Context: an optimization exercise on an open-source flow, tuned for small area, a short achievable clock period and few clock cycles per item. The choices shown serve that exercise and are no tape-out recipe.
No functional check of the RTL was part of any run shown here.

==> flow/design.v, too long to show whole: its modules and the start of the top module <==
// module sfl_frame_check: 202 lines
module sfl_frame_check (
    input  wire         clk,
    input  wire         rst,             
    input  wire         start,           
    input  wire [383:0] frame,           
    input  wire [31:0]  cid,
    input  wire [1:0]   conn_state,      
    input  wire [15:0]  last_seq,        
    input  wire [15:0]  connect_seq,     
    output wire         ready,
    output reg          done,
    output reg          accept,
    output reg          ok_a,
    output reg          ok_b,
    output reg          hdr_ok,
    output reg          seq_ok,
    output wire         restart,
    output wire [7:0]   lost,
    output wire [3:0]   conn,
    output wire [7:0]   kind,
    output wire [15:0]  seq,
    output wire [15:0]  echo
);
  // ...
==> flow/flow/run.sh <==
#!/bin/bash
set -euo pipefail
MARGIN="${FLOW_SETUP_MARGIN:-7}"
bash standard.sh finish \
  "BUFFER_PORTS_ARGS=-buffer_cell sky130_fd_sc_hd__buf_1" \
  "SETUP_SLACK_MARGIN=${MARGIN}" > flow_make.log 2>&1
==> flow/standard.sh <==
#!/bin/bash
# synth_recipe.tcl (not shown) runs the flow's synth.tcl, then flattens the netlist and writes it again
# the make line also repeats each setting of config.mk as NAME=value (left out here)
make -C /OpenROAD-flow-scripts/flow DESIGN_CONFIG=/design/flow/config.mk WORK_HOME=/design/flow/orfs CLKGATE_MAP_FILE= SYNTH_SCRIPT=/design/flow/synth_recipe.tcl "${@:-finish}"
==> flow/config.mk <==
export PLATFORM = sky130hd
export DESIGN_NAME = sfl_frame_check
export DESIGN_NICKNAME = sfl_frame_check
export VERILOG_FILES = /design/flow/design.v
export SDC_FILE = /design/flow/constraint.sdc
export NUM_CORES = 4
export LEC_CHECK = 0
export CAP_MARGIN = 20
export CORE_MARGIN = 2
export CORE_UTILIZATION = 40
export SLEW_MARGIN = 20
==> flow/constraint.sdc <==
create_clock -name core_clock -period 10.0 [get_ports {clk}]
set_input_delay 2.0000 -clock core_clock [delete_from_list [all_inputs] [get_ports {clk}]]
set_output_delay 2.0000 -clock core_clock [all_outputs]
set_load 0.01 [all_outputs]
==> metrics.csv, run 1 <==
metric;value;unit
clk slew on worst S/H paths;70;ps
sequential cell count;217;
Yosys warning count;1;
status;complete, no violations;
dpl hpwl;109800;microns
Tmin final;3760;ps
Worst-Margin Slew;1026;ps
router iterations before antenna repair;9;
largest net degree at the start of global routing;70;
global-route wire length before repair;187800;microns
Inserted Clock Buffers;26;
sequential area share after synthesis;18.27;%
vias;23320;
post-synthesis simple-gate area fraction;6.408;%
Ant. Diodes;3;
CP Capture Type;flip-flop;
crit start category;flip-flop;
Clock buffers and inverters, area share;2.454;%
Fin. Hold Viols;0;
compound-gate portion of the synthesized area;6.500;%
Synth Flop Type;dfxtp_1;
Seq cells post-synth;217;
met3 WL;12880;microns
cells after synthesis;2537;
# Post-CTS Setup Buffers;236;
Worst Hold End;plen_r[4];
Worst Path Required;10490;ps
==> inputs of run 2 (changes only) <==
--- a/flow/design.v
+++ b/flow/design.v
@@ -4,19 +4,19 @@
     input  wire         start,           
     input  wire [383:0] frame,           
     input  wire [31:0]  cid,
     input  wire [1:0]   conn_state,      
     input  wire [15:0]  last_seq,        
     input  wire [15:0]  connect_seq,     
     output wire         ready,
     output reg          done,
-    output reg          accept,
-    output reg          ok_a,
-    output reg          ok_b,
+    output wire         accept,
+    output wire         ok_a,
+    output wire         ok_b,
     output reg          hdr_ok,
     output reg          seq_ok,
     output wire         restart,
     output wire [7:0]   lost,
     output wire [3:0]   conn,
     output wire [7:0]   kind,
     output wire [15:0]  seq,
     output wire [15:0]  echo
@@ -187,16 +187,12 @@
     end
     reg [7:0] lost_r;
     always @(posedge clk) begin
         if (ph[1]) begin
             seq_ok <= seq_chk;
             lost_r <= seq_lost;
         end
     end
-    wire fin_a = (upd_a == RES_A);
-    wire fin_b = (upd_b == RES_B);
-    always @(posedge clk) begin
-        ok_a   <= fin_a;
-        ok_b   <= fin_b;
-        accept <= fin_a & fin_b & hdr_ok & ~pad_bad & seq_ok;
-    end
+    assign ok_a   = (crc_a == RES_A);
+    assign ok_b   = (crc_b == RES_B);
+    assign accept = ok_a & ok_b & hdr_ok & seq_ok;
 endmodule
==> metrics.csv, run 2 <==
metric;value;unit;change
status;complete, no violations;;
commonest non-fill, non-tap cell in the layout;xnor2_1;;
remaining antenna violation count;0;;
Synth Flop Type;dfxtp_1;;
Seq cells post-synth;214;;-1.4%
synthesis-to-finish area growth;30.00;%;
std cell rows;89;;
max cap viols;0;;
Starting Density;40.29;%;
Post-Layout Inst Area;30740;sq um;
Clock Latency Late Sink;590;ps;
Max Root-Sink Buffers;3;;
largest family of logic cells by synthesized area;XOR/XNOR gates;;
clock sinks;214;;
clock root cell;clkbuf_16;;
vias in the first global route;20700;;
nets;3611;;
number of hold buffers added after cts;0;;
Mapped Area;23650;sq um;
cells after synthesis;2564;;+1.1%
max reg flops;96;;
worst reg-to-reg path cell count;12;;
sequential area share after synthesis;18.71;%;+0.44 points
FF-to-FF setup slack;6850;ps;
global-route wire length before repair;155700;microns;-17%
multiplexer area fraction after synthesis;4.037;%;
Max Freq;224.1;MHz;
Clock Skew;19.08;ps;
dpl hpwl;89310;microns;-19%
CP Max Fanout;5;;
placed instance area;26290;sq um;
RR Endpoint;lost_r[6];;
Via-to-Cell Ratio;5.577;;
DRT iter0 DRCs;3476;;
crit start category;flip-flop;;
H-tree depth;1;;
gpl congestion;1.088;;
kind of critical path;reg -> out;;
Yosys warning count;1;;unchanged
CTS tree;yes;;
share of Yosys cell area claimed by the top area cell type;43.00;%;
Fin. Hold Viols;0;;unchanged
period utilization;44.62;%;
most frequent cells in the layout;xnor2_1 (1080), buf_1 (452), xor2_1 (271);;
Min Hold Slack;487.2;ps;
r2r startpoint;chunk[51];;
adder-cell share of the synthesized area;0.9842;%;
top area cells in the synthesized netlist;xnor2_1 (43%), dfxtp_1 (17%), xor2_1 (11%), a222oi_1 (4.1%), nand2_1 (2.4%);;
ratio of cells with drive above 1 in the final layout;20.64;%;
RSZ-0062 raised after global routing;yes;;
router iterations before antenna repair;9;;unchanged
CP Capture Type;output port;;
clk slew on worst S/H paths;60;ps;about the same
initial antenna violation count;1;;
die height;247.1;microns;
critical path's top delay family;simple AND/OR/NAND/NOR gates;;
Die Width;247.1;microns;
area leader, netlist;xnor2_1;;
post-synthesis simple-gate area fraction;6.641;%;+0.23 points
wire length per cell;29.36;microns;
most frequent cell after synthesis;xnor2_1;;
largest net degree at the start of global routing;74;;+5.7%
Port Buffers;512;;
EDFF count, synth;14;;
CP max-delay cell;dfxtp_2;;
post-synth cell types;62;;
syn nets;3035;;
compound-gate portion of the synthesized area;6.831;%;+0.33 points
Core Box Area;58690;sq um;
ys async rst share;0;%;
Worst Hold End;busy;;
Buf/Inv on CP;2;;
critical path, cell by cell;nor4b_4 > nand4_1 > nor3_4 > buf_12 > and4_4 > and2_4 > buf_6;;
Crit path largest cell delay;350;ps;
WP data arrival;2460;ps;
Slew Limit Fails;0;;
hold_sp;busy;;
TNS Setup;0;ps;
Final Setup Violations;0;;
Synth top cells by count;xnor2_1 (1161), xor2_1 (299), dfxtp_1 (200);;
WL final;115500;microns;
Top reg by flops;chunk;;
DRC;0;;
synthesized area per cell;9.222;sq um;
Synth Area in XOR/XNOR;58.61;%;
total track usage;36.44;%;
die area;61070;sq um;
io pins;513;;
Inserted Clock Buffers;26;;unchanged
Slew headroom;35.44;%;
Tmin final;4462;ps;+702.4 ps
Worst-Margin Slew;963.6;ps;-62.30 ps
WHS Path Cells;2;;
Overflow after GRT;0;;
Worst Path Required;8000;ps;-2490 ps
vias;21950;;-5.9%
HP Class;reg -> reg;;
-- run 2: cell type report --
type	count	area, sq um
flip-flops and latches	214	4596
clock inverters	15	171.4
diodes	3	7.507
multi-input cells	2153	19760
repair buffers	721	4468
clock buffers	32	683.2
fillers	5461	27950
well taps	773	967.2
inverters	24	90.09
-- run 2: worst max-delay path by stage --
stage | cells past startpoint | startpoint | end | slack (ps)
final | 7 | crc_b[21] | lost[6] | 5540
after global routing | 7 | crc_b[29] | lost[5] | 5460
after CTS | 6 | crc_a[0] | lost[6] | 5440
after detailed placement | 7 | crc_a[29] | lost[6] | 5710
after global placement | 7 | crc_a[29] | lost[4] | 5760
after floorplan | 6 | crc_b[0] | restart | 6410
-- run 2: cell families (layout without fill, tap and decap cells) --
| group | Yosys count | in the layout |
|---|---|---|
| AOI/OAI and AO/OA | 207 | 207 |
| buffers and inverters | 198 | 792 |
| DFF | 214 | 214 |
| adders and majority gates | 18 | 18 |
| other | 0 | 3 |
| and+or+nand+nor | 343 | 344 |
| muxes | 66 | 66 |
| xor gates and xnor gates | 1518 | 1518 |
-- run 2: through the flow --
| step | setup slack [ps] | std cells | utilization [%] |
|---|---|---|---|
| 3_3_place_gp | 5758 | 3743 | 44.78 |
| 2_1_floorplan | 6411 | 2564 | - |
| 3_5_place_dp | 5715 | 3743 | 44.79 |
| 6_report | 5538 | 3935 | 52.38 |
| 5_1_grt | 5459 | 3932 | 52.37 |
| 4_1_cts | 5436 | 3882 | 50.22 |
-- run 2: layer usage --
metal	up-vias	GRT usage (%)	part of all wire [%]
met5	-	0	0
met4	0	20.30	6.6
met3	394	8.769	13
met2	1730	55.20	42
met1	10310	47.30	38
li1	9514	-	-
-- run 2: worst register-to-register path, cell delays in order (launching register included) --
cell and delay (ps):
dfxtp_2 340, buf_12 100, buf_4 200, buf_4 280
ha_2 360, a21o_1 220, a2111oi_4 390, o21ai_2 150
a211oi_2 220, xor2_1 250, nand4_1 140, buf_6 180
nor3_2 160
-- run 2: repair_timing --
action                                  in CTS  in global routing
cloned                                       2                  0
buffers inserted                            90                 50
endpoints found under the setup margin     131                117
pin swaps                                   15                 30
resized for setup                          374                131

-- static timing again, ports no longer ideal --
How much do the figures lean on ideal ports? The routed layouts below were timed once more, with nothing changed but the port constraints. Step 1 (the two cells are an assumption about what drives the block):
set clk [get_ports {clk}]
set_driving_cell -lib_cell sky130_fd_sc_hd__clkbuf_16 $clk
set_driving_cell -lib_cell sky130_fd_sc_hd__buf_2 [delete_from_list [all_inputs] $clk]
Step 2 times the ports against the registers' clock, not the clock port: input delays grow and output delays shrink by t, the midpoint of the rising clock arrivals with the driver on. Three values: ideal ports, drivers, drivers and shift; two values: the first two.
| run | shift t [ns] | slack for setup (ns) | clock arrival spread, ns |
|---|---|---|---|
| run 1 | 0.660 | 6.240 / 6.199 / 6.240 | 0.046 / 0.046 |
| run 2 | 0.625 | 5.538 / 5.490 / 6.115 | 0.019 / 0.020 |
After both steps setup and hold are still met in every run listed.
